From an optimization exercise on the open Yosys and OpenROAD flow, aimed at small area; shortcuts taken in it are not production practice. At most, simulation tests tie the RTL to the original design; equivalence was not proved.

## xenon
// graft_core
module graft_core (
    input  wire         clk,
    input  wire         rst,             
    input  wire         start,           
    input  wire         op,              
    input  wire         erase,           
    input  wire [255:0] root_key,
    input  wire         root_256,        
    input  wire [7:0]   kind,
    input  wire [63:0]  eui,
    input  wire [7:0]   epoch_rec,       
    input  wire [1:0]   epoch_sc,        
    input  wire         epoch_resolve,   
    output wire         busy,
    output wire         done,
    output wire         nokey,
    output wire [127:0] key_out
);
For scale: about 2,700 cells after synthesis, roughly 610 flip-flops, about 480 I/O pins, roughly 0.024 mm² of cells after synthesis.
clock: 9.0 ns
lec_check: 0
cap_margin: 20
core_margin: 2
core_utilization: 40
gpl_routability_driven: 1
place_density_lb_addon: 0.1
slew_margin: 20
standard.sh (not shown) runs the stock make flow with config.mk's settings and CLKGATE_MAP_FILE= SYNTH_SCRIPT=/design/flow/synth_recipe.tcl, a recipe that flattens the netlist after the stock synthesis.
==> flow/flow/run.sh <==
#!/bin/bash
# Layout flow: the standard ORFS flow (standard.sh) with two changes:
#  - synthesis maps logic with an area-oriented ABC script (flow/abc_area.script)
#    instead of ORFS's delay-oriented one; everything else in the synthesis
#    script (synth_recipe.tcl, hence the registers) is unchanged;
#  - every input and output port still gets a buffer, a buf_1 instead of the
#    clkdlybuf4s50_1 that buffer_ports picks by default;
#  - clock tree synthesis clusters up to 20 flip-flops (60 um across) per
#    clkbuf_8 and inserts no dummy loads.
# Each tool writes its full log under orfs/logs/ (ORFS), and this script's
# own output goes to flow_run.log.
set -euo pipefail
W=$(pwd)
exec > >(tee -a "$W/flow_run.log") 2>&1

{
  echo 'proc abc {args} {'
  echo '  set i [lsearch -exact $args -script]'
  echo "  if {\$i >= 0} { lset args [expr {\$i + 1}] $W/flow/abc_area.script }"
  echo '  yosys abc {*}$args'
  echo '}'
  cat "$W/synth_recipe.tcl"
} > "$W/synth_area.tcl"

sed -e "s#SYNTH_SCRIPT=[^ ]*#SYNTH_SCRIPT=$W/synth_area.tcl BUFFER_PORTS_ARGS='-buffer_cell sky130_fd_sc_hd__buf_1' CTS_ARGS='-sink_clustering_enable -repair_clock_nets -dont_use_dummy_load -sink_clustering_size 20 -sink_clustering_max_diameter 60 -buf_list {sky130_fd_sc_hd__clkbuf_8}'#" \
    "$W/standard.sh" > "$W/standard_area.sh"
grep -n 'make ' "$W/standard_area.sh"
bash "$W/standard_area.sh" > "$W/standard_area.log" 2>&1
echo "flow done"
==> flow/flow/abc_area.script <==
strash
dch -f
amap
strash
dch -f
amap
## Diff of input files: nickel against xenon
diff --git a/flow/design.v b/flow/design.v
--- a/flow/design.v
+++ b/flow/design.v
@@ -76,14 +76,15 @@
   reg [39:0]  row0;         
   reg [31:0]  row1;
   reg [31:0]  row2;
   reg [31:0]  row3;
   reg [319:0] kreg;         
   reg [127:0] k1r;          
   reg [1:0]   kph;          
+  reg         lwr_d;        
   reg [3:0]   ksel;         
   assign busy  = busy_r;
   assign done  = done_r;
   assign nokey = nokey_pend;
   wire ph0    = oh[0];
   wire ccyc   = f_aes && !ph0;                 
   wire finish = busy_r && f_fin && ph0;        
@@ -126,25 +127,26 @@
   endgenerate
   wire [31:0] kf    = ({32{ph0 &&  f_rot}} & ({sb_out[23:0], sb_out[31:24]} ^ {rcon, 24'd0})) |
                       ({32{ph0 && !f_rot}} & sb_out) |
                       ({32{!ph0}} & kw9);
   wire [31:0] khead = klen ? kw0 : kw5;
   wire [31:0] kin   = pword | ((khead ^ kf) & {32{!portw}});
   wire        lwr  = busy_r && !op_r && f_last && !ph0;        
+  wire [31:0] rtail = {row0[39:32], row1[31:24], row2[31:24], row3[31:24]};
   wire [31:0] lw_k = ({32{ksel[0]}} & k1r[31:0])  | ({32{ksel[1]}} & k1r[63:32]) |
                      ({32{ksel[2]}} & k1r[95:64]) | ({32{ksel[3]}} & k1r[127:96]);
   wire        ln31 = (ksel[3] & k1r[31]) | (ksel[0] & k1r[63]) |   
                      (ksel[1] & k1r[95]) | (ksel[2] & k1r[127]);
   wire        l3   = oh[4];                                     
   wire [31:0] k1w  = {lw_k[30:0], ln31} ^ {24'd0, l3 & ln31, 4'd0, l3 & ln31, l3 & ln31, 1'b0};
   wire [7:0]  a0 = sb_out[31:24], a1 = sb_out[23:16], a2 = sb_out[15:8], a3 = sb_out[7:0];
   wire [7:0]  p01 = a0 ^ a1, p12 = a1 ^ a2, p23 = a2 ^ a3;
   wire [7:0]  tt = p01 ^ p23;
-  wire [7:0]  u0 = tt ^ xtime(p01), u1 = tt ^ xtime(p12), xt = xtime(tt);
-  wire [31:0] u = {u0, u1, u0 ^ xt, u1 ^ xt};
+  wire [7:0]  p30 = a3 ^ a0;
+  wire [31:0] u = {tt ^ xtime(p01), tt ^ xtime(p12), tt ^ xtime(p23), tt ^ xtime(p30)};
   wire [31:0] col = (f_first ? diag ^ k1w : sb_out) ^ kw9 ^ (u & {32{f_mc}});
   wire [1:0] ep_d    = epoch_sc - epoch_rec[1:0];
   wire       ep_dec  = ep_d == 2'd3 && epoch_rec[1:0] == 2'd0;
   wire       ep_inc  = ep_d != 2'd3 && epoch_sc < epoch_rec[1:0];
   wire [5:0] ep_up   = epoch_rec[7:2] + {{5{ep_dec}}, ep_inc | ep_dec};
   wire [7:0] ep_full = epoch_resolve ? {ep_up, epoch_sc} : epoch_rec;
   wire [127:0] msg  = {8'h01, 8'h59, 8'h4c, kind, 8'h00, eui, ep_full, 8'h00, 8'h80};
@@ -162,16 +164,17 @@
   wire [31:0] init3 = {bsel(init, 0, 3), bsel(init, 3, 3), bsel(init, 2, 3), bsel(init, 1, 3)};
   assign key_out = {row0[7:0],   row1[31:24], row2[23:16], row3[15:8],
                     row0[15:8],  row1[7:0],   row2[31:24], row3[23:16],
                     row0[23:16], row1[15:8],  row2[7:0],   row3[31:24],
                     row0[31:24], row1[23:16], row2[15:8],  row3[7:0]};
   always @(posedge clk) begin
     kreg <= {kin, kreg[319:32]};
-    k1r  <= {lwr ? col : k1r[31:0], k1r[127:32]};
-    kph  <= (lwr && oh[1]) ? 2'd1 : kph + 2'd1;
+    lwr_d <= lwr;
+    k1r  <= {lwr_d ? rtail : k1r[31:0], k1r[127:32]};
+    kph  <= (lwr_d && oh[2]) ? 2'd1 : kph + 2'd1;
     if (ccyc) begin
       row0 <= {col[31:24], row0[39:8]};
       row1 <= {col[23:16], row1[31:8]};
       row2 <= {col[15:8],  row2[31:8]};
       row3 <= {col[7:0],   row3[31:8]};
     end else if (load) begin
       row0 <= init0;
Notes after the runs:
Comparing xenon and nickel, the lower quantity of gates resized following cts is on nickel. Row largest fanout of any net on the critical path: nickel lower / xenon higher. nickel vs. xenon: growth of design area from synthesis to finish shrank by 1.9 points; final layout net count went up.
No functional check of the RTL was part of any run of this note.

* * *

graft_core, a different RTL version from the one above (not shown whole).
Size: ~2,700 cells after synthesis, roughly 610 flip-flops, about 480 I/O pins, ~24,000 um^2 of cells after synthesis.
==> flow/config.mk <==
export PLATFORM = sky130hd
export DESIGN_NAME = graft_core
export DESIGN_NICKNAME = graft_core
export VERILOG_FILES = /design/flow/design.v
export SDC_FILE = /design/flow/constraint.sdc
export NUM_CORES = 8
export LEC_CHECK = 0
export CAP_MARGIN = 20
export CORE_MARGIN = 2
export CORE_UTILIZATION = 40
export GPL_ROUTABILITY_DRIVEN = 1
export PLACE_DENSITY_LB_ADDON = 0.1
export SLEW_MARGIN = 20
==> flow/constraint.sdc <==
create_clock -name core_clock -period 9.0 [get_ports {clk}]
set_input_delay 1.8000 -clock core_clock [delete_from_list [all_inputs] [get_ports {clk}]]
set_output_delay 1.8000 -clock core_clock [all_outputs]
set_load 0.01 [all_outputs]
Scripts as last shown in full above: flow/flow/run.sh, flow/flow/abc_area.script
Then changed:
--- a/flow/design.v
+++ b/flow/design.v
@@ -114,23 +114,23 @@
   wire [31:0] pword = ({32{plo[0]}} & root_key[255:224]) | ({32{plo[1]}} & root_key[223:192]) |
                       ({32{plo[2]}} & root_key[191:160]) | ({32{plo[3]}} & root_key[159:128]) |
                       ({32{phi[0]}} & root_key[127:96])  | ({32{phi[1]}} & root_key[95:64]) |
                       ({32{phi[2]}} & root_key[63:32])   | ({32{phi[3]}} & root_key[31:0]);
   wire        portw = f_plo || f_phi;
   wire [31:0] diag  = {row0[7:0], row1[7:0], row2[7:0], row3[7:0]};
-  wire [31:0] sb_in = ph0 ? kw8 : diag;
+  wire [31:0] sb_in = ({32{ph0 &&  f_rot}} & {kw8[23:0], kw8[31:24]}) |
+                      ({32{ph0 && !f_rot}} & kw8) |
+                      ({32{!ph0}} & diag);
   wire [31:0] sb_out;
   genvar gi;
   generate
     for (gi = 0; gi < 4; gi = gi + 1) begin : g_sbox
       aes_sbox u_sbox (.a(sb_in[8*gi +: 8]), .y(sb_out[8*gi +: 8]));
     end
   endgenerate
-  wire [31:0] kf    = ({32{ph0 &&  f_rot}} & ({sb_out[23:0], sb_out[31:24]} ^ {rcon, 24'd0})) |
-                      ({32{ph0 && !f_rot}} & sb_out) |
-                      ({32{!ph0}} & kw9);
+  wire [31:0] kf    = ph0 ? (sb_out ^ {f_rot ? rcon : 8'h00, 24'd0}) : kw9;
   wire [31:0] khead = klen ? kw0 : kw5;
   wire [31:0] kin   = pword | ((khead ^ kf) & {32{!portw}});
   wire        lwr  = busy_r && !op_r && f_last && !ph0;        
   wire [31:0] lw_k = ({32{ksel[0]}} & k1r[31:0])  | ({32{ksel[1]}} & k1r[63:32]) |
                      ({32{ksel[2]}} & k1r[95:64]) | ({32{ksel[3]}} & k1r[127:96]);
   wire        ln31 = (ksel[3] & k1r[31]) | (ksel[0] & k1r[63]) |   
Result:
- The changed run ran to the end with no violations
- setup slack is better by 0.071 ns
- cell count rose by 3.0%
- wire length increases by 0.81%
- critical path depth rose by 6
- non-clock buffer count grows by 111
- global-route usage stays flat
- synthesized cell count came out higher by 0.45%
- die area went up by 0.31%
- worst hold slack degrades by 0.058 ns
- clock-buffer cell count went down by 1
Function not checked in the second run of this note: the RTL went through the layout flow alone.

port drivers added, routing unchanged:
In the flow no input, the clock included, has a driving cell. The finished layouts below were timed again as built, in two steps.
Step 1 (the two cells are an assumption about what drives the block):
set clk [get_ports {clk}]
set_driving_cell -lib_cell sky130_fd_sc_hd__clkbuf_16 $clk
set_driving_cell -lib_cell sky130_fd_sc_hd__buf_2 [delete_from_list [all_inputs] $clk]
Step 2 adds t to the input delays and takes it off the output delays; t is the mean of the earliest and latest rising clock arrival at the registers after step 1. Input paths then give back, and output paths get back, about the clock's delay inside the block.
Slacks: ideal / step 1 / step 2; pairs: ideal / step 1.
run | t (ns) | setup WS [ns] | worst hold slack (ns) | latest minus earliest clock arrival (ns) | slew at the worst register clock pin (ns)
xenon | 0.699 | 0.581 / 0.581 / 0.581 | 0.288 / 0.288 / 0.288 | 0.071 / 0.071 | 0.12 / 0.12
nickel | 0.709 | 0.591 / 0.591 / 0.591 | 0.300 / 0.300 / 0.300 | 0.073 / 0.073 | 0.12 / 0.12
the first run of note 2 | 0.696 | 0.582 / 0.582 / 0.582 | 0.282 / 0.282 / 0.282 | 0.074 / 0.074 | 0.12 / 0.12
the second run of note 2 | 0.687 | 0.653 / 0.653 / 0.653 | 0.224 / 0.224 / 0.224 | 0.097 / 0.098 | 0.12 / 0.12
After both steps setup and hold are still met in every run listed.
